Background: an optimization exercise with open tools, aiming at small area, a short achievable clock period and few clock cycles. Do not read the settings as production practice. The RTL was checked by simulation tests, not by an equivalence proof against the original design. Power and IR drop assume default switching activity.

--- config.mk ---
export PLATFORM = sky130hd
export DESIGN_NAME = awn_lane
export DESIGN_NICKNAME = awn_lane
export VERILOG_FILES = /design/flow/design.v
export SDC_FILE = /design/flow/constraint.sdc
export NUM_CORES = 4
export LEC_CHECK = 0
export CAP_MARGIN = 30
export CORE_MARGIN = 2
export CORE_UTILIZATION = 40
export SLEW_MARGIN = 20
export SYNTH_HIERARCHICAL = 1
--- constraint.sdc ---
create_clock -name core_clock -period 22.0 [get_ports {clk}]
set_input_delay 4.4000 -clock core_clock [delete_from_list [all_inputs] [get_ports {clk}]]
set_output_delay 4.4000 -clock core_clock [all_outputs]
set_load 0.01 [all_outputs]
--- design.v ---
module awn_lane (
    input  wire        clk,
    input  wire        rst,
    input  wire        start,
    output reg         done,
    output wire [9:0]  imem_addr,
    input  wire [31:0] imem_data,
    input  wire [63:0] in_bits,
    input  wire        wr_en,
    input  wire [1:0]  wr_sel,
    input  wire [3:0]  wr_addr,
    input  wire [31:0] wr_data,
    output wire [63:0] q_bits,
    output wire [63:0] sig,
    output wire [16:0] steps,
    output reg  [3:0]  cause
);
    localparam [3:0] CAUSE_END     = 4'h1;
    localparam [3:0] CAUSE_STACK   = 4'h2;
    localparam [3:0] CAUSE_ILLEGAL = 4'h4;
    localparam [5:0] OP_LD   = 6'h01, OP_AND  = 6'h02, OP_OR   = 6'h03, OP_XOR  = 6'h04;
    localparam [5:0] OP_ST   = 6'h05, OP_SET  = 6'h06, OP_RST  = 6'h07, OP_NOT  = 6'h08;
    localparam [5:0] OP_PSH  = 6'h10, OP_POP  = 6'h11, OP_RDS  = 6'h12, OP_POPA = 6'h13;
    localparam [5:0] OP_POPO = 6'h14, OP_POPX = 6'h15;
    localparam [5:0] OP_CTU  = 6'h1A, OP_CTD  = 6'h1B, OP_CRS  = 6'h1C, OP_CLD  = 6'h1D;
    localparam [5:0] OP_EDG  = 6'h1E;
    localparam [5:0] OP_LW   = 6'h20, OP_SW   = 6'h21, OP_ADD  = 6'h22, OP_SUB  = 6'h23;
    localparam [5:0] OP_MUL  = 6'h24, OP_ANDW = 6'h25, OP_ORW  = 6'h26, OP_XORW = 6'h27;
    localparam [5:0] OP_MIN  = 6'h28, OP_MAX  = 6'h29, OP_SEL  = 6'h2A;
    localparam [5:0] OP_CEQ  = 6'h2B, OP_CNE  = 6'h2C, OP_CLT  = 6'h2D, OP_CLE  = 6'h2E;
    localparam [5:0] OP_CGT  = 6'h2F, OP_CGE  = 6'h30;
    localparam [5:0] OP_SHL  = 6'h31, OP_SHR  = 6'h32, OP_ASR  = 6'h33;
    localparam [5:0] OP_NEGW = 6'h34, OP_ABS  = 6'h35, OP_LDL  = 6'h36;
    localparam [5:0] OP_JMP  = 6'h38, OP_JC   = 6'h39, OP_JNC  = 6'h3A;
    localparam [5:0] OP_NOP  = 6'h3E, OP_END  = 6'h3F;
    reg  [63:0] q_r;
    reg  [63:0] m_r;
    reg  [31:0] w_r   [0:15];
    reg  [31:0] k_r   [0:7];
    reg  [31:0] cv_r  [0:7];
    reg  [7:0]  in_u_r;
    reg  [7:0]  in_d_r;
    reg  [15:0] prev_r;
    reg  [31:0] scan_no;
    reg         first_r;
    reg         hw_en;
    reg  [1:0]  hw_sel;
    reg  [3:0]  hw_addr;
    reg  [31:0] hw_data;
    reg         running;
    reg         ba;
    reg  [31:0] wa;
    reg  [15:0] stk;
    reg  [4:0]  depth;
    reg         ov;
    reg         first_scan;
    reg  [63:0] crc;
    reg  [10:0] nsteps;
    reg  [10:0] fa;                
    reg         fv;                
    reg  [10:0] pa;                
    reg         pv;
    reg  [31:0] ir;
    reg  [10:0] ir_pc;
    reg         ir_v;
    reg         ir_lit;            
    reg         ir_pred;           
    reg  [3:0]  ir_wi;             
    reg  [5:0]  e_op;
    reg  [2:0]  e_sp;
    reg         e_n;
    reg  [9:0]  e_lo;              
    reg  [10:0] e_pc;
    reg         e_v;
    reg         e_lit;
    reg         e_legal;
    reg         e_pred;
    reg  [3:0]  e_wi;
    reg  [31:0] opw;               
    reg         opb;               
    reg  [31:0] opk;               
    reg         e_sub, e_neg, e_ctu, e_ctd;
    reg  [12:0] e_wc;              
    reg  [2:0]  mcnt;
    reg  [41:0] macc_s;            
    reg  [41:0] macc_c;
    reg         mcy_r;             
    reg  [7:0]  mch_r;             
    reg  [23:0] mlo;
    reg         ovm;               
    assign q_bits    = q_r;
    assign sig       = crc;
    assign steps     = {6'd0, nsteps};
    assign imem_addr = fa[9:0];
    integer i;
    function [47:0] ks_add;
        input [47:0] a;
        input [47:0] b;
        input        cin;
        reg   [47:0] g, p, p0;
        integer d;
        begin
            p0 = a ^ b;
            g  = a & b;
            p  = p0;
            g[0] = g[0] | (p[0] & cin);
            for (d = 1; d < 48; d = d * 2) begin
                g = g | (p & (g << d));
                p = p & ((p << d) | ((48'd1 << d) - 48'd1));
            end
            ks_add = p0 ^ {g[46:0], cin};
        end
    endfunction
    function [83:0] csa;
        input [41:0] a;
        input [41:0] b;
        input [41:0] c;
        begin
            csa = {a ^ b ^ c, (((a & b) | (a & c) | (b & c)) << 1)};
        end
    endfunction
    wire        ex     = running & e_v;
    wire        e_past = e_pc[10];
    wire        norm   = ex & ~e_past & ~e_lit & e_legal;
    wire        is_mul = (e_op == OP_MUL);
    wire        stall  = norm & is_mul & ~mcnt[2];
    wire        is_ctu = e_ctu;
    wire        is_ctd = e_ctd;
    wire [2:0]  e_cn   = e_lo[2:0];
    wire [31:0] wx     = opw;
    reg [15:0] sysbits;
    always @(*) begin
        sysbits = 16'd0;
        sysbits[0] = 1'b1;
        sysbits[2] = first_scan;
        sysbits[3] = ov_now;
    end
    wire bx = (e_sp == 3'd6) ? (sysbits[e_lo[3:0]] ^ e_n) :
              (e_sp == 3'd5) ? (cnt_ge ^ e_n) : opb;
    wire        cnt_inc = ba & ~in_u_r[e_cn] & (opw != 32'h7FFF_FFFF);
    wire        cnt_dec = ba & ~in_d_r[e_cn] & (opw != 32'h8000_0000);
    wire [47:0] cv_pm48 = ks_add({16'd0, opw}, {16'd0, {31{is_ctd}}, 1'b1}, 1'b0);
    wire [31:0] cv_pm   = cv_pm48[31:0];
    reg  [31:0] cv_new;
    always @(*) begin
        cv_new = opw;
        case (e_op)
            OP_CTU: if (cnt_inc) cv_new = cv_pm;
            OP_CTD: if (cnt_dec) cv_new = cv_pm;
            OP_CRS: if (ba) cv_new = 32'd0;
            OP_CLD: if (ba) cv_new = wa;
            default: ;
        endcase
    end
    wire [47:0] cnt_d   = ks_add({15'd0, opw[31], opw}, {15'd0, ~opk[31], ~opk}, 1'b1);
    wire        cnt_ge0 = ~cnt_d[32];
    wire        cnt_m1  = &((opw ^ opk) ~^ {opw[30:0] & ~opk[30:0], 1'b1});
    wire        cnt_z   = (opw == opk);                
    wire        cnt_ge  = is_ctu ? (cnt_ge0 | (cnt_inc & cnt_m1)) :
                          is_ctd ? (cnt_ge0 & ~(cnt_dec & cnt_z)) : cnt_ge0;
    wire        is_neg  = e_neg;
    wire        sub     = e_sub;
    wire [31:0] add_a   = is_neg ? ~wa : wa;
    wire [31:0] add_b   = is_neg ? 32'd0 : (sub ? ~wx : wx);
    wire [31:0] sum;
    awn_add #(.W(32)) u_alu (.a(add_a), .b(add_b), .cin(sub | is_neg), .s(sum));
    wire        add_ovf = (add_a[31] == add_b[31]) && (sum[31] != add_a[31]);
    wire        lt      = sum[31] ^ add_ovf;              
    wire        eq      = (wa == wx);
    wire        neg_ov  = (wa == 32'h8000_0000);
    wire        mfirst  = (mcnt == 3'd0);
    wire [7:0]  mch     = mfirst ? wa[7:0] : mch_r;
    wire [7:0]  mch_nx  = (mcnt[1:0] == 2'd0) ? wa[15:8] :
                          (mcnt[1:0] == 2'd1) ? wa[23:16] : wa[31:24];
    wire        mlast   = (mcnt == 3'd3);          
    wire        mdone   = mcnt[2];                 
    wire [47:0] mlow48  = ks_add({40'd0, macc_s[7:0]}, {40'd0, macc_c[7:0]}, ~mfirst & mcy_r);
    wire [8:0]  mlow    = mlow48[8:0];
    wire [41:0] mx      = {10'd0, opw};
    wire [41:0] ms_in   = mfirst ? 42'd0 : {8'd0, macc_s[41:8]};
    wire [41:0] mc_in   = mfirst ? 42'd0 : {8'd0, macc_c[41:8]};
    wire        cor_a   = mlast & opw[31];
    wire        cor_b   = mlast & wa[31];
    wire [41:0] mcor_a  = cor_a ? {~{2'b00, wa},  8'hFF} : 42'd0;    
    wire [41:0] mcor_b  = cor_b ? {~{2'b00, opw}, 8'hFF} : 42'd0;    
    wire [41:0] pp0 = mch[0] ? mx        : 42'd0;
    wire [41:0] pp1 = mch[1] ? mx << 1   : 42'd0;
    wire [41:0] pp2 = (mch[2] ? mx << 2 : 42'd0) | {40'd0, 1'b0, cor_a};
    wire [41:0] pp3 = (mch[3] ? mx << 3 : 42'd0) | {41'd0, cor_b};
    wire [41:0] pp4 = mch[4] ? mx << 4   : 42'd0;
    wire [41:0] pp5 = mch[5] ? mx << 5   : 42'd0;
    wire [41:0] pp6 = mch[6] ? mx << 6   : 42'd0;
    wire [41:0] pp7 = mch[7] ? mx << 7   : 42'd0;
    wire [83:0] t1a = csa(pp0, pp1, pp2);
    wire [83:0] t1b = csa(pp3, pp4, pp5);
    wire [83:0] t1c = csa(pp6, pp7, ms_in);
    wire [83:0] t1d = csa(mc_in, mcor_a, mcor_b);
    wire [83:0] t2a = csa(t1a[83:42], t1a[41:0], t1b[83:42]);
    wire [83:0] t2b = csa(t1b[41:0], t1c[83:42], t1c[41:0]);
    wire [83:0] t2c = csa(t1d[83:42], t1d[41:0], 42'd0);
    wire [83:0] t3a = csa(t2a[83:42], t2a[41:0], t2b[83:42]);
    wire [83:0] t3b = csa(t2b[41:0], t2c[83:42], t2c[41:0]);
    wire [83:0] t4  = csa(t3a[83:42], t3a[41:0], t3b[83:42]);
    wire [83:0] t5  = csa(t4[83:42], t4[41:0], t3b[41:0]);
    wire [41:0] msum_s = t5[83:42];
    wire [41:0] msum_c = t5[41:0];
    wire [31:0] mul_lo = {mlow[7:0], mlo};
    wire [47:0] mhi48  = ks_add({6'd0, macc_s}, {6'd0, macc_c}, mcy_r);
    wire        mul_ov = ~((mhi48[39:7] == {33{1'b0}}) | (mhi48[39:7] == {33{1'b1}}));
    wire        ov_now = ovm ? mul_ov : ov;
    localparam WC_LW = 0, WC_SUM = 1, WC_ABS = 2, WC_AND = 3, WC_OR = 4, WC_XOR = 5,
               WC_MIN = 6, WC_MAX = 7, WC_SEL = 8, WC_SHL = 9, WC_SHR = 10, WC_ASR = 11,
               WC_MUL = 12;
    wire [12:0] wc = e_wc & {13{norm}};
    wire [31:0] wa_alu =
          ({32{wc[WC_LW]}}  & wx)
        | ({32{wc[WC_SUM]}} & sum)
        | ({32{wc[WC_ABS]}} & (wa[31] ? sum : wa))
        | ({32{wc[WC_AND]}} & (wa & wx))
        | ({32{wc[WC_OR]}}  & (wa | wx))
        | ({32{wc[WC_XOR]}} & (wa ^ wx))
        | ({32{wc[WC_MIN]}} & (lt ? wa : wx))
        | ({32{wc[WC_MAX]}} & (lt ? wx : wa))
        | ({32{wc[WC_SEL]}} & (ba ? wa : wx))
        | ({32{wc[WC_SHL]}} & (wa << e_lo[4:0]))
        | ({32{wc[WC_SHR]}} & (wa >> e_lo[4:0]))
        | ({32{wc[WC_ASR]}} & $unsigned($signed(wa) >>> e_lo[4:0]))
        | ({32{wc[WC_MUL] & mdone}} & mul_lo);
    wire        wa_keep = ~(|wc) | (wc[WC_MUL] & ~mdone);
    wire        wa_lit  = ex & ~e_past & e_lit;
    wire [31:0] n_wa    = wa_lit ? opw : (wa_keep ? wa : wa_alu);
    reg         n_ba;
    reg  [15:0] n_stk;
    reg  [4:0]  n_depth;
    reg         n_ov;
    reg         close;
    reg  [3:0]  close_cause;
    reg         fold;
    reg  [63:0] rw0;
    reg  [31:0] rw1;
    reg         bst_en, bst_val, wst_en, cv_we, inu_we, ind_we, edg_we;
    reg         e_redirect;
    always @(*) begin
        n_ba        = ba;
        n_stk       = stk;
        n_depth     = depth;
        n_ov        = ov_now;
        close       = 1'b0;
        close_cause = CAUSE_END;
        fold        = 1'b0;
        rw0         = 64'd0;
        rw1         = 32'd0;
        bst_en      = 1'b0;
        bst_val     = 1'b0;
        wst_en      = 1'b0;
        cv_we       = 1'b0;
        inu_we      = 1'b0;
        ind_we      = 1'b0;
        edg_we      = 1'b0;
        e_redirect  = 1'b0;
        if (!ex) begin
        end else if (e_past) begin
            close       = 1'b1;
            close_cause = CAUSE_ILLEGAL;
        end else if (e_lit) begin
        end else if (!e_legal) begin
            close       = 1'b1;
            close_cause = CAUSE_ILLEGAL;
        end else begin
            case (e_op)
                OP_LD:  n_ba = bx;
                OP_AND: n_ba = ba & bx;
                OP_OR:  n_ba = ba | bx;
                OP_XOR: n_ba = ba ^ bx;
                OP_ST, OP_SET, OP_RST: begin
                    if (e_op == OP_ST) begin
                        bst_en  = 1'b1;
                        bst_val = ba ^ e_n;
                    end else begin
                        bst_en  = ba;
                        bst_val = (e_op == OP_SET);
                    end
                    fold = 1'b1;
                    rw0  = {4'h4, e_sp, 48'd0, e_wi, e_lo[4:0]};
                    rw1  = {31'd0, bst_en & bst_val};
                end
                OP_NOT: n_ba = ~ba;
                OP_PSH: begin
                    if (depth[4]) begin
                        close       = 1'b1;
                        close_cause = CAUSE_STACK;
                    end else begin
                        n_stk   = {stk[14:0], ba};
                        n_depth = depth + 5'd1;
                    end
                end
                OP_POP, OP_RDS, OP_POPA, OP_POPO, OP_POPX: begin
                    if (depth == 5'd0) begin
                        close       = 1'b1;
                        close_cause = CAUSE_STACK;
                    end else begin
                        case (e_op)
                            OP_POP, OP_RDS: n_ba = stk[0];
                            OP_POPA:        n_ba = ba & stk[0];
                            OP_POPO:        n_ba = ba | stk[0];
                            default:        n_ba = ba ^ stk[0];
                        endcase
                        if (e_op != OP_RDS) begin
                            n_stk   = {1'b0, stk[15:1]};
                            n_depth = depth - 5'd1;
                        end
                    end
                end
                OP_CTU, OP_CTD, OP_CRS, OP_CLD: begin
                    cv_we  = 1'b1;
                    inu_we = is_ctu;
                    ind_we = is_ctd;
                    if (is_ctu | is_ctd) n_ba = cnt_ge;
                    fold   = 1'b1;
                    rw0    = {4'h6, 2'd1, 55'd0, e_cn};
                    rw1    = cv_new;
                end
                OP_EDG: begin
                    n_ba   = (e_lo[3] == 1'b0) ? (ba & ~prev_r[e_lo[3:0]]) : (prev_r[e_lo[3:0]] & ~ba);
                    edg_we = 1'b1;
                    fold   = 1'b1;
                    rw0    = {4'h6, 2'd2, 54'd0, e_lo[3:0]};
                    rw1    = {31'd0, ba};
                end
                OP_SW: begin
                    wst_en = 1'b1;
                    fold   = 1'b1;
                    rw0    = {4'h5, e_sp, 53'd0, e_wi};
                    rw1    = wa;
                end
                OP_ADD, OP_SUB: n_ov = add_ovf;
                OP_CEQ:  n_ba = eq;
                OP_CNE:  n_ba = !eq;
                OP_CLT:  n_ba = lt;
                OP_CLE:  n_ba = lt | eq;
                OP_CGT:  n_ba = !(lt | eq);
                OP_CGE:  n_ba = !lt;
                OP_NEGW, OP_ABS: n_ov = neg_ov;
                OP_JMP, OP_JC, OP_JNC: begin
                    if ((e_op == OP_JMP) | ((e_op == OP_JC) & ba) | ((e_op == OP_JNC) & ~ba)) begin
                        e_redirect = ~e_pred;
                        fold = 1'b1;
                        rw0  = {4'h7, 50'd0, e_lo};
                        rw1  = {22'd0, e_pc[9:0]};
                    end
                end
                OP_END: begin
                    close       = 1'b1;
                    close_cause = CAUSE_END;
                end
                default: ;
            endcase
        end
        if (close) begin
            fold = 1'b1;
            rw0  = {4'hF, 16'd0, close_cause, 29'd0, nsteps + 11'd1};
            rw1  = scan_no;
        end
    end
    wire [63:0] fold_u = crc ^ rw0;
    wire [31:0] fold_v = rw1;
    wire [63:0] fold_out;
    assign fold_out[0] = ^(fold_u & 64'hB3AD0999BB0E6640) ^ ^(fold_v & 32'h172963D5);
    assign fold_out[1] = ^(fold_u & 64'hD4F71AAACD12AAC1) ^ ^(fold_v & 32'h397BA47F);
    assign fold_out[2] = ^(fold_u & 64'hA9EE35559A255583) ^ ^(fold_v & 32'h72F748FE);
    assign fold_out[3] = ^(fold_u & 64'h53DC6AAB344AAB06) ^ ^(fold_v & 32'hE5EE91FC);
    assign fold_out[4] = ^(fold_u & 64'h1415DCCFD39B304D) ^ ^(fold_v & 32'hDCF4402D);
    assign fold_out[5] = ^(fold_u & 64'h282BB99FA736609B) ^ ^(fold_v & 32'hB9E8805A);
    assign fold_out[6] = ^(fold_u & 64'h5057733F4E6CC136) ^ ^(fold_v & 32'h73D100B4);
    assign fold_out[7] = ^(fold_u & 64'h1303EFE727D7E42D) ^ ^(fold_v & 32'hF08B62BD);
    assign fold_out[8] = ^(fold_u & 64'h2607DFCE4FAFC85A) ^ ^(fold_v & 32'hE116C57A);
    assign fold_out[9] = ^(fold_u & 64'hFFA2B6052451F6F5) ^ ^(fold_v & 32'hD504E921);
    assign fold_out[10] = ^(fold_u & 64'h4CE86593F3AD8BAA) ^ ^(fold_v & 32'hBD20B197);
    assign fold_out[11] = ^(fold_u & 64'h99D0CB27E75B1755) ^ ^(fold_v & 32'h7A41632E);
    assign fold_out[12] = ^(fold_u & 64'h800C9FD675B848EB) ^ ^(fold_v & 32'hE3ABA589);
    assign fold_out[13] = ^(fold_u & 64'hB3B43635507EF797) ^ ^(fold_v & 32'hD07E28C7);
    assign fold_out[14] = ^(fold_u & 64'h67686C6AA0FDEF2F) ^ ^(fold_v & 32'hA0FC518E);
    assign fold_out[15] = ^(fold_u & 64'hCED0D8D541FBDE5F) ^ ^(fold_v & 32'h41F8A31C);
    assign fold_out[16] = ^(fold_u & 64'h9DA1B1AA83F7BCBE) ^ ^(fold_v & 32'h83F14638);
    assign fold_out[17] = ^(fold_u & 64'h88EE6ACCBCE11F3D) ^ ^(fold_v & 32'h10CBEFA5);
    assign fold_out[18] = ^(fold_u & 64'h11DCD59979C23E7A) ^ ^(fold_v & 32'h2197DF4A);
    assign fold_out[19] = ^(fold_u & 64'h9014A2AB488A1AB4) ^ ^(fold_v & 32'h5406DD41);
    assign fold_out[20] = ^(fold_u & 64'h2029455691143569) ^ ^(fold_v & 32'hA80DBA82);
    assign fold_out[21] = ^(fold_u & 64'hF3FF833499260C92) ^ ^(fold_v & 32'h473216D1);
    assign fold_out[22] = ^(fold_u & 64'h54520FF089427F65) ^ ^(fold_v & 32'h994D4E77);
    assign fold_out[23] = ^(fold_u & 64'h1B091678A98A988A) ^ ^(fold_v & 32'h25B3FF3B);
    assign fold_out[24] = ^(fold_u & 64'h85BF2568E81B5755) ^ ^(fold_v & 32'h5C4E9DA3);
    assign fold_out[25] = ^(fold_u & 64'h0B7E4AD1D036AEAB) ^ ^(fold_v & 32'hB89D3B46);
    assign fold_out[26] = ^(fold_u & 64'h16FC95A3A06D5D56) ^ ^(fold_v & 32'h713A768C);
    assign fold_out[27] = ^(fold_u & 64'h9E5422DEFBD4DCED) ^ ^(fold_v & 32'hF55D8ECD);
    assign fold_out[28] = ^(fold_u & 64'h3CA845BDF7A9B9DA) ^ ^(fold_v & 32'hEABB1D9A);
    assign fold_out[29] = ^(fold_u & 64'hCAFD82E2545D15F5) ^ ^(fold_v & 32'hC25F58E1);
    assign fold_out[30] = ^(fold_u & 64'h95FB05C4A8BA2BEB) ^ ^(fold_v & 32'h84BEB1C2);
    assign fold_out[31] = ^(fold_u & 64'h985B0210EA7A3197) ^ ^(fold_v & 32'h1E540051);
    assign fold_out[32] = ^(fold_u & 64'h831B0DB86FFA056F) ^ ^(fold_v & 32'h2B816377);
    assign fold_out[33] = ^(fold_u & 64'hB59B12E964FA6C9F) ^ ^(fold_v & 32'h402BA53B);
    assign fold_out[34] = ^(fold_u & 64'h6B3625D2C9F4D93F) ^ ^(fold_v & 32'h80574A76);
    assign fold_out[35] = ^(fold_u & 64'h65C1423C28E7D43E) ^ ^(fold_v & 32'h1787F739);
    assign fold_out[36] = ^(fold_u & 64'hCB82847851CFA87C) ^ ^(fold_v & 32'h2F0FEE72);
    assign fold_out[37] = ^(fold_u & 64'h24A80169189136B8) ^ ^(fold_v & 32'h4936BF31);
    assign fold_out[38] = ^(fold_u & 64'hFAFD0B4B8A2C0B31) ^ ^(fold_v & 32'h85441DB7);
    assign fold_out[39] = ^(fold_u & 64'h46571F0EAF567023) ^ ^(fold_v & 32'h1DA158BB);
    assign fold_out[40] = ^(fold_u & 64'h3F033784E5A28607) ^ ^(fold_v & 32'h2C6BD2A3);
    assign fold_out[41] = ^(fold_u & 64'h7E066F09CB450C0F) ^ ^(fold_v & 32'h58D7A546);
    assign fold_out[42] = ^(fold_u & 64'hFC0CDE13968A181E) ^ ^(fold_v & 32'hB1AF4A8C);
    assign fold_out[43] = ^(fold_u & 64'hF819BC272D14303C) ^ ^(fold_v & 32'h635E9518);
    assign fold_out[44] = ^(fold_u & 64'hF033784E5A286078) ^ ^(fold_v & 32'hC6BD2A30);
    assign fold_out[45] = ^(fold_u & 64'h53CBF9050F5EA6B0) ^ ^(fold_v & 32'h9A5337B5);
    assign fold_out[46] = ^(fold_u & 64'h143AFB93A5B32B21) ^ ^(fold_v & 32'h238F0CBF);
    assign fold_out[47] = ^(fold_u & 64'h9BD8FEBEF0683003) ^ ^(fold_v & 32'h50377AAB);
    assign fold_out[48] = ^(fold_u & 64'h37B1FD7DE0D06007) ^ ^(fold_v & 32'hA06EF556);
    assign fold_out[49] = ^(fold_u & 64'h6F63FAFBC1A0C00E) ^ ^(fold_v & 32'h40DDEAAC);
    assign fold_out[50] = ^(fold_u & 64'hDEC7F5F78341801D) ^ ^(fold_v & 32'h81BBD558);
    assign fold_out[51] = ^(fold_u & 64'hBD8FEBEF0683003A) ^ ^(fold_v & 32'h0377AAB0);
    assign fold_out[52] = ^(fold_u & 64'hC8B2DE47B6086635) ^ ^(fold_v & 32'h11C636B5);
    assign fold_out[53] = ^(fold_u & 64'h22C8B516D71EAA2B) ^ ^(fold_v & 32'h34A50EBF);
    assign fold_out[54] = ^(fold_u & 64'hF63C63B415333217) ^ ^(fold_v & 32'h7E637EAB);
    assign fold_out[55] = ^(fold_u & 64'h5FD5CEF19168026F) ^ ^(fold_v & 32'hEBEF9E83);
    assign fold_out[56] = ^(fold_u & 64'hBFAB9DE322D004DF) ^ ^(fold_v & 32'hD7DF3D06);
    assign fold_out[57] = ^(fold_u & 64'hCCFA325FFEAE6FFE) ^ ^(fold_v & 32'hB89719D9);
    assign fold_out[58] = ^(fold_u & 64'h99F464BFFD5CDFFD) ^ ^(fold_v & 32'h712E33B2);
    assign fold_out[59] = ^(fold_u & 64'h33E8C97FFAB9BFFA) ^ ^(fold_v & 32'hE25C6764);
    assign fold_out[60] = ^(fold_u & 64'h67D192FFF5737FF4) ^ ^(fold_v & 32'hC4B8CEC8);
    assign fold_out[61] = ^(fold_u & 64'hCFA325FFEAE6FFE8) ^ ^(fold_v & 32'h89719D90);
    assign fold_out[62] = ^(fold_u & 64'h2CEB42666EC39990) ^ ^(fold_v & 32'h05CA58F5);
    assign fold_out[63] = ^(fold_u & 64'h59D684CCDD873320) ^ ^(fold_v & 32'h0B94B1EA);
    reg [31:0] bst_word;
    always @(*) begin
        bst_word = opw;
        bst_word[e_lo[4:0]] = bst_val;
    end
    wire [31:0] st_data = bst_en ? bst_word : wa;
    wire        st_any  = bst_en | wst_en;
    wire [47:0] scan_inc = ks_add({16'd0, scan_no}, 48'd0, 1'b1);
    wire [5:0]  op     = ir[31:26];
    wire [2:0]  space  = ir[25:23];
    wire        ninv   = ir[22];
    wire [16:0] bidx   = ir[16:0];
    wire [15:0] widx   = ir[15:0];
    wire [11:0] objn   = ir[11:0];
    wire [15:0] target = ir[15:0];
    wire        r_past = ir_pc[10];
    wire fmt_b_ok  = (ir[21:17] == 5'd0);
    wire fmt_w_ok  = (ir[22:16] == 7'd0);
    wire fmt_o_ok  = (ir[25:12] == 14'd0);
    wire fmt_j_ok  = (ir[25:16] == 10'd0);
    wire fmt_s_ok  = (ir[25:5]  == 21'd0);
    wire fmt_n_ok  = (ir[25:0]  == 26'd0);
    reg bit_rd_ok;
    always @(*) begin
        case (space)
            3'd0, 3'd1, 3'd2: bit_rd_ok = (bidx[16:6] == 11'd0);
            3'd3:             bit_rd_ok = (bidx[16:9] == 8'd0);
            3'd5:             bit_rd_ok = (bidx[16:3] == 14'd0);
            3'd6:             bit_rd_ok = (bidx < 17'd12);
            default:          bit_rd_ok = 1'b0;
        endcase
    end
    reg bit_st_ok;
    always @(*) begin
        case (space)
            3'd1, 3'd2: bit_st_ok = (bidx[16:6] == 11'd0);
            3'd3:       bit_st_ok = (bidx[16:9] == 8'd0);
            default:    bit_st_ok = 1'b0;
        endcase
    end
    reg word_rd_ok;
    always @(*) begin
        case (space)
            3'd0, 3'd1, 3'd2: word_rd_ok = (widx[15:1] == 15'd0);
            3'd3:             word_rd_ok = (widx[15:4] == 12'd0);
            3'd4, 3'd6:       word_rd_ok = (widx[15:3] == 13'd0);
            3'd7:             word_rd_ok = 1'b1;
            default:          word_rd_ok = 1'b0;
        endcase
    end
    reg word_st_ok;
    always @(*) begin
        case (space)
            3'd1, 3'd2: word_st_ok = (widx[15:1] == 15'd0);
            3'd3:       word_st_ok = (widx[15:4] == 12'd0);
            default:    word_st_ok = 1'b0;
        endcase
    end
    reg legal;
    always @(*) begin
        case (op)
            OP_LD, OP_AND, OP_OR, OP_XOR:
                legal = fmt_b_ok && bit_rd_ok;
            OP_ST:
                legal = fmt_b_ok && bit_st_ok;
            OP_SET, OP_RST:
                legal = fmt_b_ok && !ninv && bit_st_ok;
            OP_NOT, OP_PSH, OP_POP, OP_RDS, OP_POPA, OP_POPO, OP_POPX,
            OP_NEGW, OP_ABS, OP_NOP, OP_END:
                legal = fmt_n_ok;
            OP_LDL:
                legal = fmt_n_ok && (ir_pc[9:0] != 10'd1023);
            OP_CTU, OP_CTD, OP_CRS, OP_CLD:
                legal = fmt_o_ok && (objn[11:3] == 9'd0);
            OP_EDG:
                legal = fmt_o_ok && (objn[11:4] == 8'd0);
            OP_SW:
                legal = fmt_w_ok && word_st_ok;
            OP_LW, OP_ADD, OP_SUB, OP_MUL, OP_ANDW, OP_ORW, OP_XORW,
            OP_MIN, OP_MAX, OP_SEL, OP_CEQ, OP_CNE, OP_CLT, OP_CLE, OP_CGT, OP_CGE:
                legal = fmt_w_ok && word_rd_ok;
            OP_SHL, OP_SHR, OP_ASR:
                legal = fmt_s_ok;
            OP_JMP, OP_JC, OP_JNC:
                legal = fmt_j_ok && (target[15:10] == 6'd0) && (target[9:0] > ir_pc[9:0]);
            default:
                legal = 1'b0;
        endcase
    end
    wire        fwd_st = st_any & (e_sp == space) &
                         ((space == 3'd3) ? (e_wi == ir_wi) : (e_wi[0] == ir_wi[0]));
    wire        fwd_cv = cv_we & (e_cn == ir[2:0]);
    wire [31:0] cv_sel = fwd_cv ? cv_new : cv_r[ir[2:0]];
    wire [31:0] k_sel  = k_r[ir[2:0]];
    reg [31:0] ow_raw;
    always @(*) begin
        case (space)
            3'd0:    ow_raw = ir_wi[0] ? in_bits[63:32] : in_bits[31:0];
            3'd1:    ow_raw = ir_wi[0] ? q_r[63:32]  : q_r[31:0];
            3'd2:    ow_raw = ir_wi[0] ? m_r[63:32]  : m_r[31:0];
            3'd3:    ow_raw = w_r[ir_wi];
            3'd4:    ow_raw = k_sel;
            3'd5:    ow_raw = cv_sel;
            3'd6:    ow_raw = cv_sel;
            3'd7:    ow_raw = {{16{ir[15]}}, ir[15:0]};
            default: ow_raw = 32'd0;
        endcase
    end
    wire [31:0] ow = fwd_st ? st_data : ow_raw;
    wire        r_cnt  = (op[5:3] == 3'b011);                  
    wire        r_bit  = ow[ir[4:0]];
    wire [31:0] r_opw  = ir_lit ? ir : (r_cnt ? cv_sel : ow);
    reg [12:0] r_wc;
    always @(*) begin
        r_wc = 13'd0;
        case (op)
            OP_LW:                   r_wc[WC_LW]  = 1'b1;
            OP_ADD, OP_SUB, OP_NEGW: r_wc[WC_SUM] = 1'b1;
            OP_ABS:                  r_wc[WC_ABS] = 1'b1;
            OP_ANDW:                 r_wc[WC_AND] = 1'b1;
            OP_ORW:                  r_wc[WC_OR]  = 1'b1;
            OP_XORW:                 r_wc[WC_XOR] = 1'b1;
            OP_MIN:                  r_wc[WC_MIN] = 1'b1;
            OP_MAX:                  r_wc[WC_MAX] = 1'b1;
            OP_SEL:                  r_wc[WC_SEL] = 1'b1;
            OP_SHL:                  r_wc[WC_SHL] = 1'b1;
            OP_SHR:                  r_wc[WC_SHR] = 1'b1;
            OP_ASR:                  r_wc[WC_ASR] = 1'b1;
            OP_MUL:                  r_wc[WC_MUL] = 1'b1;
            default: ;
        endcase
    end
    wire r_ok       = running & ir_v & ~ir_lit & ~r_past & legal;
    wire lit_next   = r_ok & (op == OP_LDL);
    wire [5:0] d_op  = imem_data[31:26];
    wire       d_jmp = pv & (d_op == OP_JMP) & ~lit_next & ~stall & ~e_redirect & ~close;
    wire        hw_m  = hw_en & (hw_sel == 2'd0);
    wire        hw_w  = hw_en & (hw_sel == 2'd1);
    wire        hw_k  = hw_en & (hw_sel == 2'd2);
    wire        hw_cv = hw_en & (hw_sel == 2'd3);
    wire [31:0] wd_st = hw_en ? hw_data : st_data;
    wire [31:0] wd_cv = hw_en ? hw_data : cv_new;
    reg  [1:0]  q_we, m_we;
    reg  [15:0] w_we;
    reg  [7:0]  k_we, cv_wen;
    always @(*) begin
        for (i = 0; i < 2; i = i + 1) begin
            q_we[i] = st_any & (e_sp == 3'd1) & (e_wi[0] == i);
            m_we[i] = (st_any & (e_sp == 3'd2) & (e_wi[0] == i)) | (hw_m & (hw_addr[0] == i));
        end
        for (i = 0; i < 16; i = i + 1)
            w_we[i] = (st_any & (e_sp == 3'd3) & (e_wi == i)) | (hw_w & (hw_addr == i));
        for (i = 0; i < 8; i = i + 1) begin
            k_we[i]   = hw_k & (hw_addr[2:0] == i);
            cv_wen[i] = (cv_we & (e_cn == i)) | (hw_cv & (hw_addr[2:0] == i));
        end
    end
    always @(posedge clk) begin
        hw_sel  <= wr_sel;
        hw_addr <= wr_addr;
        hw_data <= wr_data;
        if (rst) begin
            hw_en       <= 1'b0;
            running     <= 1'b0;
            done        <= 1'b0;
            ba          <= 1'b0;
            wa          <= 32'd0;
            stk         <= 16'd0;
            depth       <= 5'd0;
            ov          <= 1'b0;
            first_scan  <= 1'b0;
            first_r     <= 1'b1;
            crc         <= 64'd0;
            nsteps      <= 11'd0;
            scan_no     <= 32'd0;
            cause       <= 4'd0;
            q_r         <= 64'd0;
            m_r         <= 64'd0;
            in_u_r      <= 8'd0;
            in_d_r      <= 8'd0;
            prev_r      <= 16'd0;
            for (i = 0; i < 16; i = i + 1) w_r[i] <= 32'd0;
            for (i = 0; i < 8; i = i + 1) begin
                k_r[i]  <= 32'd0;
                cv_r[i] <= 32'd0;
            end
            fa      <= 11'd0;
            fv      <= 1'b0;
            pa      <= 11'd0;
            pv      <= 1'b0;
            ir      <= 32'd0;
            ir_pc   <= 11'd0;
            ir_v    <= 1'b0;
            ir_lit  <= 1'b0;
            ir_pred <= 1'b0;
            ir_wi   <= 4'd0;
            e_op    <= 6'd0;
            e_sp    <= 3'd0;
            e_n     <= 1'b0;
            e_lo    <= 10'd0;
            e_pc    <= 11'd0;
            e_v     <= 1'b0;
            e_lit   <= 1'b0;
            e_legal <= 1'b0;
            e_pred  <= 1'b0;
            e_wi    <= 4'd0;
            opw     <= 32'd0;
            opb     <= 1'b0;
            opk     <= 32'd0;
            e_sub   <= 1'b0;
            e_neg   <= 1'b0;
            e_ctu   <= 1'b0;
            e_ctd   <= 1'b0;
            e_wc    <= 13'd0;
            mcnt    <= 3'd0;
            macc_s  <= 42'd0;
            macc_c  <= 42'd0;
            mcy_r   <= 1'b0;
            mch_r   <= 8'd0;
            mlo     <= 24'd0;
            ovm     <= 1'b0;
        end else begin
          hw_en <= wr_en & ~running;
          for (i = 0; i < 2; i = i + 1) begin
              if (q_we[i]) q_r[32*i +: 32] <= st_data;
              if (m_we[i]) m_r[32*i +: 32] <= wd_st;
          end
          for (i = 0; i < 16; i = i + 1)
              if (w_we[i]) w_r[i] <= wd_st;
          for (i = 0; i < 8; i = i + 1) begin
              if (k_we[i])  k_r[i]  <= hw_data;
              if (cv_wen[i]) cv_r[i] <= wd_cv;
          end
          if (!running) begin
            done <= 1'b0;
            if (start) begin
                running     <= 1'b1;
                ba          <= 1'b0;
                wa          <= 32'd0;
                stk         <= 16'd0;
                depth       <= 5'd0;
                ov          <= 1'b0;
                ovm         <= 1'b0;
                first_scan  <= first_r;
                first_r     <= 1'b0;
                crc         <= 64'hFFFF_FFFF_FFFF_FFFF;
                nsteps      <= 11'd0;
                scan_no     <= scan_inc[31:0];
                fa          <= 11'd1;
                fv          <= 1'b1;
                pa          <= 11'd0;
                pv          <= 1'b1;
                ir_v        <= 1'b0;
                e_v         <= 1'b0;
                mcnt        <= 3'd0;
            end
          end else begin
            if (ex & ~stall) nsteps <= nsteps + 11'd1;
            ba    <= n_ba;
            wa    <= n_wa;
            stk   <= n_stk;
            depth <= n_depth;
            ov    <= n_ov;
            ovm   <= norm & is_mul & mdone;
            if (fold) crc <= fold_out;
            if (inu_we) in_u_r[e_cn] <= ba;
            if (ind_we) in_d_r[e_cn] <= ba;
            if (edg_we) prev_r[e_lo[3:0]] <= ba;
            if (norm & is_mul & ~mdone) begin
                mcnt   <= mcnt + 3'd1;
                macc_s <= msum_s;
                macc_c <= msum_c;
                mcy_r  <= ~mfirst & mlow[8];
                mch_r  <= mch_nx;
                mlo    <= {mlow[7:0], mlo[23:8]};
            end
            if (norm & is_mul & mdone) mcnt <= 3'd0;
            pa <= fa;
            pv <= fv;
            if (close) begin
                running <= 1'b0;
                done    <= 1'b1;
                cause   <= close_cause;
                fa      <= 11'd0;
                fv      <= 1'b0;
                pv      <= 1'b0;
                ir_v    <= 1'b0;
                e_v     <= 1'b0;
            end else if (stall) begin
                if (mcnt == 3'd0) begin
                    if (pv) fa <= pa;
                end else if (mcnt == 3'd3) begin
                    fa <= fa + 11'd1;
                end
            end else begin
                e_op    <= op;
                e_sp    <= space;
                e_n     <= ninv;
                e_lo    <= ir[9:0];
                e_pc    <= ir_pc;
                e_v     <= ir_v;
                e_lit   <= ir_lit;
                e_legal <= legal;
                e_pred  <= ir_pred;
                e_wi    <= ir_wi;
                opw     <= r_opw;
                opb     <= r_bit ^ ninv;
                opk     <= k_sel;
                e_neg   <= (op == OP_NEGW) | (op == OP_ABS);
                e_sub   <= (op != OP_ADD) & (op != OP_NEGW) & (op != OP_ABS);
                e_ctu   <= (op == OP_CTU);
                e_ctd   <= (op == OP_CTD);
                e_wc    <= r_wc;
                ir      <= imem_data;
                ir_pc   <= pa;
                ir_lit  <= lit_next;
                ir_pred <= d_jmp;
                ir_wi   <= (d_op[5:3] == 3'd0) ? imem_data[8:5] : imem_data[3:0];
                if (e_redirect) begin
                    e_v  <= 1'b0;
                    ir_v <= 1'b0;
                    pv   <= 1'b0;
                    fa   <= {1'b0, e_lo};
                    fv   <= 1'b1;
                end else if (d_jmp) begin
                    ir_v <= pv;
                    pv   <= 1'b0;
                    fa   <= {1'b0, imem_data[9:0]};
                    fv   <= 1'b1;
                end else begin
                    ir_v <= pv;
                    fa   <= fa + 11'd1;
                end
            end
          end
        end
    end
endmodule
module awn_add #(parameter W = 32) (
    input  wire [W-1:0] a,
    input  wire [W-1:0] b,
    input  wire         cin,
    output wire [W-1:0] s
);
    reg [W-1:0] g, p, p0;
    integer d;
    always @(*) begin
        p0 = a ^ b;
        g  = a & b;
        p  = p0;
        g[0] = g[0] | (p[0] & cin);
        for (d = 1; d < W; d = d * 2) begin
            g = g | (p & (g << d));
            p = p & ((p << d) | ((1 << d) - 1));
        end
    end
    assign s = p0 ^ {g[W-2:0], cin};
endmodule
--- flow/run.sh ---
#!/bin/bash
# The standard layout (standard.sh: unchanged synthesis, floorplan, placement,
# CTS, routing), with one change: ORFS's timing repair aims at a setup margin of
# 16 ns on the 22 ns clock, i.e. it sizes and buffers the design for a ~6 ns
# cycle instead of stopping as soon as the 22 ns clock is met.
# The make output of every step goes to flow_make.log here; ORFS keeps each
# tool's own log under orfs/logs/.
set -uo pipefail
bash standard.sh SETUP_SLACK_MARGIN=16 finish > flow_make.log 2>&1
--- standard.sh ---
#!/bin/bash
# synth_recipe.tcl (not shown) runs the flow's synth.tcl, then flattens the netlist and writes it again
# the make line also repeats each setting of config.mk as NAME=value (left out here)
make -C /OpenROAD-flow-scripts/flow DESIGN_CONFIG=/design/flow/config.mk WORK_HOME=/design/flow/orfs CLKGATE_MAP_FILE= SYNTH_SCRIPT=/design/flow/synth_recipe.tcl "${@:-finish}"
==> out/qor.yml, run 1 <==
status:
  status: "complete, no violations"
sta:
  relSlewSlack_pct: 21.5
  max_freq_mhz: 163
  worst_slack_ns: 15.87
  fin_skew_ns: 0.0848
  hold_viol: 0
  rsz0062_at_grt: "yes"
  tightestPinTransition_ns: 1.18
  fin_tns_setup_ns: 0
  finalSetupViolCount: 0
  min_period_over_period_pct: 27.9
  finalCriticalPeriod_ns: 6.13
  maxSlewViolCount: 0
route:
  avgViaCountPerCell: 6.23
  route.detailed.drc: 0
  wirelength_um: 592000
  firstDrtPassIters: 8
  num_vias: 114450
  drt_iter0_drc: 16146
  avgRoutedWirePerCell_um: 32.2
  drtAntennaViolNets: 0
job:
  cap_violations: 0
logic_synthesis:
  ys_async_sr_fraction_pct: 0
  synth_xor_area_share_pct: 12.6
  syn-cell-area_um2: 116000
  synth_top_family_by_area: "compound AO/OA/AOI/OAI gates"
  synthCells: 14482
  synthMuxAreaShare_pct: 4.33
  synth.avg_cell_area_um2: 8.00
  synth_compound_area_share_pct: 21.5
  synth-warning-count: 11
  synth_ff_type: "dfxtp_1"
  synth_edf_count: 0
  synth_cell_types: 129
  ys_seq_elements: 1706
  ys_seq_area_share_pct: 29.5
  synth_simple_gate_area_share_pct: 17.4
  synth_adder_area_share_pct: 9.17
clock_tree:
  cts_root_buf: "clkbuf_16"
  clock_latency_ns: 0.92
  clkTransAtPathRegs_ns: 0.07
  cts_max_level: 4
  clock_path_buffers: 4
  tritoncts: "done"
  cts_buffers: 199
  numClockSinks: 1706
  hold_buffers: 0
placement:
  place_area_um2: 124000
  io_buffers: 290
  gp_congestion: 1.07
  dp_hpwl_um: 423000
  pre_cts_slack_ns: 13.96
setup_path:
  start_kind: "register"
  arrival_ns: 6.91
  critPathKind: "register to register"
  crit_path_max_fanout: 35
  crit_required_ns: 22.79
  critPathCaptureType: "register"
  ff2ff_setup_slack_ns: 15.87
floorplan:
  io_pins: 298
  rows: 197
  fp.dieH_um: 542
  die_x_um: 542
  core_um2: 288000
  initial_core_util_pct: 40.2
  dieArea_um2: 294000
cells_and_area:
  fill_cells: 28622
  syn2layout_area_growth_pct: 15.2
  finalNetCount: 15208
  stdcell_area_um2: 133000
  drive_gt1_share_pct: 11.8
power:
  vdd_ir_drop_max_uv: 86.3
  power.density_nw_per_um2: 79.5
  p_leak_nw: 47.7
grt:
  grt_max_degree: 193
  antenna_found_initial: 37
  grt_pass1_vias: 104926
  grt_usage_pct: 38.8
  grt_pass1_wl_um: 823000
  grt_overflow: 0
worst_hold_path:
  hold_class: "register to register"
## cells in the mapped netlist, drive strengths merged, types with 21 or more instances
| library cell | count | area share (%) |
|---|---|---|
| a221o | 31 | 0.27 |
| nor4 | 60 | 0.33 |
| or2 | 24 | 0.13 |
| ha | 301 | 3.2 |
| nand4 | 89 | 0.48 |
| a21o | 79 | 0.51 |
| nor3 | 146 | 0.65 |
| and2 | 113 | 0.61 |
| nand2 | 2112 | 6.8 |
| o211ai | 72 | 0.47 |
| dfxtp | 1706 | 29 |
| a32o | 34 | 0.29 |
| a221oi | 155 | 1.2 |
| a2111oi | 33 | 0.28 |
| nor2 | 1703 | 5.5 |
| nor3b | 29 | 0.19 |
| mux2 | 54 | 0.52 |
| a22o | 88 | 0.67 |
| a222oi | 28 | 0.24 |
| o221ai | 49 | 0.39 |
| buf | 175 | 0.71 |
| or3 | 30 | 0.17 |
| nand3 | 178 | 0.77 |
| xnor3 | 39 | 0.76 |
| clkbuf | 1026 | 3.3 |
| mux2i | 314 | 2.7 |
| o22ai | 84 | 0.51 |
| xor2 | 398 | 3.3 |
| a32oi | 21 | 0.16 |
| a21oi | 1321 | 5.7 |
| o21ai | 493 | 2.2 |
| fa | 343 | 5.9 |
| a22oi | 185 | 1.2 |
| nand2b | 52 | 0.28 |
| o31ai | 21 | 0.15 |
| mux4 | 55 | 1.1 |
| and3 | 63 | 0.34 |
| o21a | 24 | 0.16 |
| a211oi | 738 | 4.8 |
| inv | 435 | 1.4 |
| nor2b | 66 | 0.36 |
| xnor2 | 1088 | 8.4 |
| a31oi | 75 | 0.45 |
## cells in the final DEF, fill, tap and decap left out, types with 60 or more instances in the layout
cell type	instances
a21oi_1	1301
xnor2_1	1034
xor2_1	350
nand3_1	178
a31oi_1	65
a22o_1	86
and3_1	61
fa_1	343
a22oi_1	177
nor2_1	1675
dfxtp_2	84
nor3_1	131
clkbuf_16	201
nand2_1	2102
a21o_1	77
o211ai_1	71
ha_1	289
dlygate4sd2_1	62
a221oi_1	148
buf_4	568
o22ai_1	62
dfxtp_4	60
a211oi_1	725
clkdlybuf4s50_1	128
o21ai_0	437
nor2b_1	60
mux2i_1	278
nand4_1	89
dfxtp_1	1562
and2_1	106
inv_1	427
## timing repair
action,in CTS,in global routing
resized for setup,644,196
endpoints found under the setup margin,1091,560
setup buffers,60,42
cloned,1,1
pin swaps,19,39
## stage by stage
step | power, mW | utilization [%] | std cells | hold slack (ns)
floorplan | 5.71 | - | 14488 | 0.423
global placement | 7.01 | 42.9 | 17856 | 0.430
detailed placement | 6.98 | 43.0 | 17889 | 0.435
CTS | 10.5 | 45.8 | 18302 | 0.445
global route | 10.8 | 46.3 | 18360 | 0.460
finish | 10.6 | 46.3 | 18382 | 0.443
## final timing paths
check,startpoint,to,cells past startpoint
hold reg to reg,cv_r[1][29]$_SDFFE_PP0P_,cv_r[1][29]$_SDFFE_PP0P_,2
hold / removal,cv_r[1][29]$_SDFFE_PP0P_,cv_r[1][29]$_SDFFE_PP0P_,2
setup / recovery,running$_SDFF_PP0_,crc[20]$_SDFFE_PP0P_,15
setup reg to reg,running$_SDFF_PP0_,crc[20]$_SDFFE_PP0P_,15
## per-layer routing
layer | GRT usage [%] | routed length (um) | vias up
met5 | 0.115 | 103 | -
met4 | 27.1 | 49800 | 16
met3 | 11.1 | 69700 | 1879
met2 | 55.8 | 242000 | 7120
met1 | 49.8 | 230000 | 55321
li1 | - | - | 50114
## cell type report
type	instances	area, um2	share of cell area, %
Inverter	448	1690	1.26
Clock buffer	272	5570	4.17
Sequential cell	1706	34500	25.8
Multi-Input combinational cell	11133	77600	58.1
Antenna cell	24	60.1	0.0450
Clock inverter	80	1060	0.793
Timing Repair Buffer	938	8320	6.23
Tap cell	3781	4730	3.54
## worst max-delay path, cell delays in order (launching register included)
cell	delay (ns)
dfxtp_2	0.47
buf_4	0.48
and2_1	0.73
o21ai_1	0.62
xor2_2	0.57
buf_4	0.28
xor2_1	0.34
xnor2_1	0.33
xor2_1	0.50
xnor2_1	0.16
xnor2_1	0.17
xnor2_1	0.55
xnor2_1	0.20
xnor2_1	0.29
xnor2_1	0.10
a211oi_1	0.23
## cell families after synthesis
logic type | Yosys count
DFF | 1706
AOI/OAI and AO/OA | 3763
xor gates and xnor gates | 1532
other | 1
and+or+nand+nor | 4764
adders and majority gates | 644
muxes | 423
buffers and inverters | 1649
## sequential cells by signal (all words and copies together), names as in the netlist, 40 cells and up
name / cells
crc: 64
macc_c: 40
m_r: 64
macc_s: 42
w_r: 512
k_r: 256
cv_r: 256
q_r: 64
## report_power, final
group	total (mW)	leakage (nW)	internal [mW]	switching (mW)
combinational	3.94	30.6	1.52	2.42
clock	3.48	3.23	2.01	1.47
sequential	3.19	13.9	3.12	0.0632
Testbench counts, summed over its fixed seeds: cycles 41,777.
==> run 2, diff against run 1 <==
--- a/design.v
+++ b/design.v
@@ -363,6 +363,10 @@
         end
     end
-    wire [63:0] fold_u = crc ^ rw0;
-    wire [31:0] fold_v = rw1;
+    reg         fr;                
+    reg  [63:0] fr_w0;
+    reg  [31:0] fr_w1;
+    reg         close_q;           
+    wire [63:0] fold_u = crc ^ fr_w0;
+    wire [31:0] fold_v = fr_w1;
     wire [63:0] fold_out;
     assign fold_out[0] = ^(fold_u & 64'hB3AD0999BB0E6640) ^ ^(fold_v & 32'h172963D5);
@@ -595,4 +599,6 @@
             running     <= 1'b0;
             done        <= 1'b0;
+            fr          <= 1'b0;
+            close_q     <= 1'b0;
             ba          <= 1'b0;
             wa          <= 32'd0;
@@ -653,4 +659,10 @@
         end else begin
           hw_en <= wr_en & ~running;
+          fr      <= fold;
+          fr_w0   <= rw0;
+          fr_w1   <= rw1;
+          close_q <= close;
+          done    <= close_q;
+          if (fr) crc <= fold_out;
           for (i = 0; i < 2; i = i + 1) begin
               if (q_we[i]) q_r[32*i +: 32] <= st_data;
@@ -664,5 +676,4 @@
           end
           if (!running) begin
-            done <= 1'b0;
             if (start) begin
                 running     <= 1'b1;
@@ -694,5 +705,4 @@
             ov    <= n_ov;
             ovm   <= norm & is_mul & mdone;
-            if (fold) crc <= fold_out;
             if (inu_we) in_u_r[e_cn] <= ba;
             if (ind_we) in_d_r[e_cn] <= ba;
@@ -711,5 +721,4 @@
             if (close) begin
                 running <= 1'b0;
-                done    <= 1'b1;
                 cause   <= close_cause;
                 fa      <= 11'd0;
==> out/qor.yml, run 2 <==
placement:
  dp_hpwl_um: 447000  # was 423000 um
  io_buffers: 290  # unchanged
  gp_congestion: 1.07  # about the same
logic_synthesis:
  yosys-top-cells-area: "dfxtp_1 (29%), xnor2_1 (8.9%), nand2_1 (6.6%)"  # was dfxtp_1 (29%), xnor2_1 (8.0%), nand2_1 (6.8%)
  synthCells: 14602  # was 14482
  yosys.area.top_type: "dfxtp_1"  # unchanged
  syn-cell-area_um2: 117000  # was 116000 um2
  yosys-top-cells-count: "nand2_1 (2055), dfxtp_1 (1708), nor2_1 (1676)"  # was nand2_1 (2111), dfxtp_1 (1706), nor2_1 (1702)
  ys_async_sr_fraction_pct: 0  # unchanged
  synth_most_common_cell: "nand2_1"  # unchanged
  synth_ff_type: "dfxtp_1"  # unchanged
  synth_cell_types: 118  # was 129
  synth.avg_cell_area_um2: 7.99  # was 8.00 um2
  ys_seq_area_share_pct: 30.7  # was 29.5%
  synth_top_area_share_pct: 29.3  # was 29.5%
  synth-warning-count: 11  # unchanged
  ys_seq_elements: 1761  # was 1706
  synth_edf_count: 53  # was 0
setup_path:
  crit_required_ns: 22.77  # was 22.79 ns
  slowest_stage: "o311ai_0"  # was and2_1
  crit_path_max_fanout: 11  # was 35
  arrival_ns: 6.89  # was 6.91 ns
  cp_cell_sequence: "buf_4 -> buf_4 -> ha_1 -> a21oi_1 -> nor4_1 -> a211o_1 -> or4_1 -> a41oi_1 -> nor2_1 -> o21ai_0 -> o211ai_1 -> o21ai_0 -> nor2_1 -> o311ai_0 -> a221oi_1"  # was buf_4 -> and2_1 -> o21ai_1 -> xor2_2 -> buf_4 -> xor2_1 -> xnor2_1 -> xor2_1 -> xnor2_1 -> xnor2_1 -> xnor2_1 -> xnor2_1 -> xnor2_1 -> xnor2_1 -> a211oi_1
  critPathKind: "register to register"  # unchanged
  critPathCaptureType: "register"  # unchanged
  start_kind: "register"  # unchanged
  rr_worst_depth: 15  # unchanged
  cpPeakStageDelay_ns: 1.02  # was 0.73 ns
power:
  power.density_nw_per_um2: 79.8  # was 79.5 nW/um2
  p_leak_nw: 47.2  # was 47.7 nW
  vdd_ir_drop_max_uv: 70.8  # was 86.3 uV
grt:
  grt_max_degree: 138  # was 193
  grt_overflow: 0  # unchanged
  grt_pass1_wl_um: 860000  # was 823000 um
  grt_usage_pct: 40.8  # was 38.8%
  grt_pass1_vias: 107141  # was 104926
  antenna_found_initial: 41  # was 37
floorplan:
  core_um2: 291000  # was 288000 um2
  dieArea_um2: 296000  # was 294000 um2
  initial_core_util_pct: 40.1  # was 40.2%
  io_pins: 298  # unchanged
  rows: 198  # was 197
  fp.dieH_um: 544  # was 542 um
  die_x_um: 544  # was 542 um
worst_hold_path:
  hold_class: "register to register"  # unchanged
  hold_depth: 1  # was 2
clock_tree:
  cts_buffers: 204  # was 199
  numClockSinks: 1761  # was 1706
  cts_max_level: 4  # unchanged
  clock_path_buffers: 4  # unchanged
  hold_buffers: 0  # unchanged
  tritoncts: "done"  # unchanged
  clkTransAtPathRegs_ns: 0.07  # about the same
  clock_latency_ns: 0.98  # was 0.92 ns
  cts_root_buf: "clkbuf_16"  # unchanged
job:
  cap_violations: 0  # unchanged
sta:
  rsz0062_at_grt: "yes"  # unchanged
  hold_viol: 0  # unchanged
  tightestPinTransition_ns: 1.20  # was 1.18 ns
  min_period_over_period_pct: 27.8  # was 27.9%
  finalCriticalPeriod_ns: 6.12  # was 6.13 ns
  fin_skew_ns: 0.141  # was 0.0848 ns
  fin_tns_setup_ns: 0  # unchanged
  relSlewSlack_pct: 19.2  # was 21.5%
  maxSlewViolCount: 0  # unchanged
  finalSetupViolCount: 0  # unchanged
  max_freq_mhz: 163  # about the same
route:
  num_vias: 116273  # was 114450
  wirelength_um: 623000  # was 592000 um
  drt_iter0_drc: 15963  # was 16146
  route.detailed.drc: 0  # unchanged
  firstDrtPassIters: 14  # was 8
  drtAntennaViolNets: 0  # unchanged
  avgViaCountPerCell: 6.25  # was 6.23
  avgRoutedWirePerCell_um: 33.5  # was 32.2 um
cells_and_area:
  reg.largest.list: "w_r (512), cv_r (256), k_r (256)"  # unchanged
  fill_cells: 29140  # was 28622
  final_cell_mix: "nand2_1 (2050), nor2_1 (1662), dfxtp_1 (1583), a21oi_1 (1290), xnor2_1 (1149)"  # was nand2_1 (2102), nor2_1 (1675), dfxtp_1 (1562), a21oi_1 (1301), xnor2_1 (1034)
  multi_input_area_um2: 76000  # was 77600 um2
  syn2layout_area_growth_pct: 15.3  # was 15.2%
  register_area_um2: 36100  # was 34500 um2
  top_register: "w_r"  # unchanged
  post-route-util_pct: 46.3  # about the same
  layout_commonest_cell: "nand2_1"  # unchanged
  drive_gt1_share_pct: 11.2  # was 11.8%
  finalNetCount: 15308  # was 15208
  largest_reg_flops: 512  # unchanged
status:
  status: "complete, no violations"  # unchanged
==> run 2: changes by cell type in the layout (fill, tap and decap cells not counted), moves of 45 or more <==
cell,previous run,this run
xnor2_1,1034,1149
o21ai_0,437,524
edfxtp_1,0,53
nand2_1,2102,2050
a22oi_1,177,131
a211oi_1,725,770
==> run 2: per-layer routing <==
layer  vias up  global-route usage [%]  routed length, um  share of wire (%)
met1     56038                    48.6             228000                 37
met4        33                    36.6              68200                 11
met5         -                  0.0812                369              0.059
met2      7425                    59.3             258000                 41
met3      2262                    12.2              67800                 11
li1      50515                       -                  -                  -
==> run 2: layout make-up <==
type,instances,share of cell area [%]
Multi-Input combinational cell,11150,56.5
Sequential cell,1761,26.9
Timing Repair Buffer,959,6.51
Clock buffer,303,4.44
Tap cell,3900,3.63
Inverter,451,1.26
Clock inverter,68,0.736
Antenna cell,23,0.0428
==> run 2: final timing paths <==
path	slack (ns)	to	start
min	0.44	done$_SDFF_PP0_	close_q$_SDFF_PP0_
min reg2reg	0.44	done$_SDFF_PP0_	close_q$_SDFF_PP0_
max	15.88	opw[30]$_SDFFE_PP0P_	opw[9]$_SDFFE_PP0P_
max reg2reg	15.88	opw[30]$_SDFFE_PP0P_	opw[9]$_SDFFE_PP0P_
==> run 2: report_power, final <==
group | internal [mW] | total (mW) | switching [mW]
clock | 2.08 | 3.60 | 1.52
combinational | 1.39 | 3.80 | 2.41
sequential | 3.24 | 3.33 | 0.0863
==> run 2: critical path, delay by kind of cell (launching register included) <==
family / cells / cell delay (ns)
adder cells (fa/ha/maj): 1 / 0.36
AO/OA/AOI/OAI: 8 / 2.90
flip-flops: 1 / 0.86
buffers and inverters: 2 / 0.90
AND/OR/NAND/NOR: 4 / 0.94
==> run 2: kinds of logic after synthesis <==
| kind of cell | count (synthesis) | synth area share, % |
|---|---|---|
| and+or+nand+nor | 4674 | 17.0 |
| other | 1 | 0.00322 |
| buffers and inverters | 1697 | 5.61 |
| AOI/OAI and AO/OA | 3850 | 21.6 |
| muxes | 403 | 4.09 |
| xor gates and xnor gates | 1573 | 11.9 |
| DFF | 1761 | 30.7 |
| adders and majority gates | 643 | 9.11 |
==> run 2: stage by stage <==
stage / cell area [um2] / std cells / hold slack, ns / worst slack (ns) / total power [mW]
floorplan: 117000 / 14608 / 0.414 / 15.87 / 5.59
global placement: 125000 / 18074 / 0.418 / 12.71 / 7.00
detailed placement: 126000 / 18146 / 0.433 / 12.70 / 7.00
CTS: 134000 / 18556 / 0.445 / 16.00 / 10.6
global route: 134000 / 18593 / 0.459 / 15.98 / 10.9
finish: 134000 / 18615 / 0.445 / 15.88 / 10.7
==> run 2: timing repair <==
item | 4_1_cts | 5_1_grt
setup endpoints to repair | 906 | 314
buffers inserted | 38 | 6
gates cloned | 1 | 1
endpoints found under the hold margin | 0 | 0
gates resized for setup | 624 | 116
pin swaps | 19 | 28
Testbench counts of run 2, summed over its fixed seeds: cycles 41,969.
==> run 3, diff against run 2 <==
--- a/config.mk
+++ b/config.mk
@@ -11,2 +11,3 @@
 export SLEW_MARGIN = 20
 export SYNTH_HIERARCHICAL = 1
+export TNS_END_PERCENT = 30
==> out/qor.yml, run 3 <==
status:
  status: "complete, no violations"  # unchanged
setup_path:
  cp_cell_sequence: "inv_1 -> ha_1 -> ha_1 -> nand2_1 -> o31a_1 -> a211oi_1 -> nor2_1 -> a21oi_4 -> nor2_2 -> nor4bb_4 -> o211ai_1 -> nor4_2 -> o31ai_2 -> xnor2_1 -> o31ai_2"  # was buf_4 -> buf_4 -> ha_1 -> a21oi_1 -> nor4_1 -> a211o_1 -> or4_1 -> a41oi_1 -> nor2_1 -> o21ai_0 -> o211ai_1 -> o21ai_0 -> nor2_1 -> o311ai_0 -> a221oi_1
  crit_required_ns: 22.84  # was 22.77 ns
  worst-path-buf-inv: 1  # was 2
  cpPeakStageDelay_ns: 0.80  # was 1.02 ns
  critPathKind: "register to register"  # unchanged
  arrival_ns: 6.93  # was 6.89 ns
  start_kind: "register"  # unchanged
  critical-path-top-delay-family: "compound AO/OA/AOI/OAI gates"  # unchanged
  crit_path_max_fanout: 30  # was 11
  critPathCaptureType: "register"  # unchanged
  slowest_stage: "dfxtp_4"  # was o311ai_0
floorplan:
  io_pins: 298  # unchanged
  rows: 198  # unchanged
  dieArea_um2: 296000  # unchanged
  die_x_um: 544  # unchanged
  fp.dieH_um: 544  # unchanged
  initial_core_util_pct: 40.1  # unchanged
  core_um2: 291000  # unchanged
cells_and_area:
  final_cell_mix: "nand2_1 (2050), nor2_1 (1661), dfxtp_1 (1598), a21oi_1 (1294), xnor2_1 (1145)"  # was nand2_1 (2050), nor2_1 (1662), dfxtp_1 (1583), a21oi_1 (1290), xnor2_1 (1149)
  top_register: "w_r"  # unchanged
  fill_cells: 29149  # was 29140
  largest_reg_flops: 512  # unchanged
  drive_gt1_share_pct: 11.0  # was 11.2%
  layout_commonest_cell: "nand2_1"  # unchanged
  syn2layout_area_growth_pct: 15.3  # about the same
  reg.largest.list: "w_r (512), cv_r (256), k_r (256)"  # unchanged
  finalNetCount: 15329  # was 15308
clock_tree:
  tritoncts: "done"  # unchanged
  cts_buffers: 203  # was 204
  cts_root_buf: "clkbuf_16"  # unchanged
  clkTransAtPathRegs_ns: 0.07  # about the same
  hold_buffers: 0  # unchanged
  clock_path_buffers: 4  # unchanged
  cts_max_level: 4  # unchanged
  numClockSinks: 1761  # unchanged
  clock_latency_ns: 0.96  # was 0.98 ns
route:
  wirelength_um: 614000  # was 623000 um
  drt_iter0_drc: 16309  # was 15963
  avgRoutedWirePerCell_um: 32.9  # was 33.5 um
  route.detailed.drc: 0  # unchanged
  num_vias: 116170  # was 116273
  avgViaCountPerCell: 6.23  # was 6.25
  firstDrtPassIters: 17  # was 14
  drtAntennaViolNets: 0  # unchanged
grt:
  grt_pass1_vias: 107223  # was 107141
  grt_pass1_wl_um: 848000  # was 860000 um
  grt_max_degree: 220  # was 138
  grt_usage_pct: 40.2  # was 40.8%
  grt_overflow: 0  # unchanged
  antenna_found_initial: 44  # was 41
logic_synthesis:
  yosys-top-cells-area: "dfxtp_1 (29%), xnor2_1 (8.9%), nand2_1 (6.6%)"  # unchanged
  synth_most_common_cell: "nand2_1"  # unchanged
  synthCells: 14602  # unchanged
  synth_top_area_share_pct: 29.3  # unchanged
  synth_edf_count: 53  # unchanged
  synth.avg_cell_area_um2: 7.99  # unchanged
  ys_seq_area_share_pct: 30.7  # unchanged
  synth_ff_type: "dfxtp_1"  # unchanged
  synth-warning-count: 11  # unchanged
  yosys.area.top_type: "dfxtp_1"  # unchanged
  syn-cell-area_um2: 117000  # unchanged
  ys_async_sr_fraction_pct: 0  # unchanged
  ys_seq_elements: 1761  # unchanged
  yosys-top-cells-count: "nand2_1 (2055), dfxtp_1 (1708), nor2_1 (1676)"  # unchanged
  synth_cell_types: 118  # unchanged
sta:
  fin_tns_setup_ns: 0  # unchanged
  min_period_over_period_pct: 27.7  # was 27.8%
  worst_slack_ns: 15.91  # was 15.88 ns
  max_freq_mhz: 164  # was 163 MHz
  finalCriticalPeriod_ns: 6.09  # was 6.12 ns
  tightestPinTransition_ns: 1.34  # was 1.20 ns
  relSlewSlack_pct: 9.31  # was 19.2%
  maxSlewViolCount: 0  # unchanged
  finalSetupViolCount: 0  # unchanged
  fin_skew_ns: 0.109  # was 0.141 ns
  hold_viol: 0  # unchanged
  rsz0062_at_grt: "yes"  # unchanged
power:
  p_leak_nw: 48.0  # was 47.2 nW
  vdd_ir_drop_max_uv: 76.7  # was 70.8 uV
  power_switching_mw: 3.98  # was 4.02 mW
  power.density_nw_per_um2: 79.5  # was 79.8 nW/um2
  swShare_pct: 37.2  # was 37.4%
  p_clk_share_pct: 33.5  # was 33.6%
  intPower_mw: 6.71  # about the same
  seqPwrFrac_pct: 31.2  # was 31.0%
  power_frac_comb_pct: 35.4  # about the same
job:
  cap_violations: 0  # unchanged
placement:
  gp_congestion: 1.08  # was 1.07
  pre_cts_slack_ns: 12.64  # was 12.70 ns
  io_buffers: 290  # unchanged
  dp_hpwl_um: 436000  # was 447000 um
worst_hold_path:
  hold_class: "register to register"  # unchanged
-- run 3: layer usage --
layer  GRT usage, %  vias up  routed length (um)
li1               -    50506                   -
met1           47.4    55691              220000
met2           59.3     7664              258000
met3           11.4     2287               67900
met4           36.0       22               67000
met5          0.357        -                 312
-- run 3: kinds of logic (layout without fill, tap and decap cells) --
family / after synthesis / after routing / synth area share, %
buffers and inverters: 1697 / 1801 / 5.61
AND/OR/NAND/NOR: 4674 / 4675 / 17.0
other: 1 / 39 / 0.00322
flip-flops: 1761 / 1761 / 30.7
multiplexers: 403 / 403 / 4.09
XOR/XNOR: 1573 / 1573 / 11.9
AO/OA/AOI/OAI: 3850 / 3850 / 21.6
adder cells (fa/ha/maj): 643 / 643 / 9.11
-- run 3: timing repair --
action                     in CTS  in global routing
setup endpoints to repair     982                690
resized for setup             320                250
setup buffers                  14                 65
pin swaps                       0                 27
hold endpoints to repair        0                  0
cloned                          6                  2
-- run 3: layout make-up --
| type | count | area (um2) | area share, % |
|---|---|---|---|
| Multi-Input combinational cell | 11151 | 76000 | 56.5 |
| Sequential cell | 1761 | 36100 | 26.8 |
| Timing Repair Buffer | 980 | 8860 | 6.59 |
| Clock buffer | 290 | 5860 | 4.36 |
| Tap cell | 3900 | 4880 | 3.63 |
| Inverter | 451 | 1700 | 1.26 |
| Clock inverter | 80 | 1030 | 0.766 |
| Antenna cell | 32 | 80.1 | 0.0596 |
-- run 3: per-stage QoR --
step	utilization [%]	power [mW]	hold slack (ns)	cell area (um2)	cells
final	46.3	10.7	0.428	134000	18645
after global routing	46.2	10.9	0.459	134000	18616
after CTS	45.7	10.5	0.439	133000	18513
after detailed placement	43.1	6.94	0.431	125000	18123
after global placement	42.9	6.94	0.431	125000	18063
after floorplan	-	5.59	0.414	117000	14608
-- run 3: path summary, 6_finish.rpt --
kind                        start          endpoint  slack [ns]  cells past startpoint
max          e_lo[1]$_SDFFE_PP0P_  opb$_SDFFE_PP0P_       15.91                     15
min            close_q$_SDFF_PP0_   done$_SDFF_PP0_        0.43                      1
max reg2reg  e_lo[1]$_SDFFE_PP0P_  opb$_SDFFE_PP0P_       15.91                     15
min reg2reg    close_q$_SDFF_PP0_   done$_SDFF_PP0_        0.43                      1
-- run 3: power groups by stage --
| stage | registers, mW | logic (mW) | clock network [mW] |
|---|---|---|---|
| CTS | 3.33 | 3.57 | 3.60 |
| detailed placement | 3.40 | 3.53 | 0 |
| global route | 3.33 | 3.84 | 3.72 |
| finish | 3.33 | 3.78 | 3.58 |
| floorplan | 3.34 | 2.24 | 0 |
| global placement | 3.41 | 3.53 | 0 |

==> what the ideal ports hide <==
How much do the figures lean on ideal ports? The routed layouts below were timed once more, with nothing changed but the port constraints. Step 1, drivers: a clkbuf_16 drives clk and a buf_2 each remaining input, both assumed. Step 2 adds t to the input delays and takes it off the output delays; t is the mean of the earliest and latest rising clock arrival at the registers after step 1. Input paths then give back, and output paths get back, about the clock's delay inside the block. Slacks: no drivers / after step 1 / after step 2; pairs: no drivers / after step 1.
run	shift t [ns]	slack for setup (ns)	worst data-port slew with drivers (ns)
run 1	0.985	15.871 / 15.871 / 14.986	0.08
run 2	1.022	15.879 / 15.879 / 14.972	0.15
run 3	1.018	15.909 / 15.801 / 14.871	0.17
After both steps setup and hold are still met in every run listed. The setup slack of run 3, which loses most, moves by -0.108 ns with the drivers and by -1.038 ns with both steps.
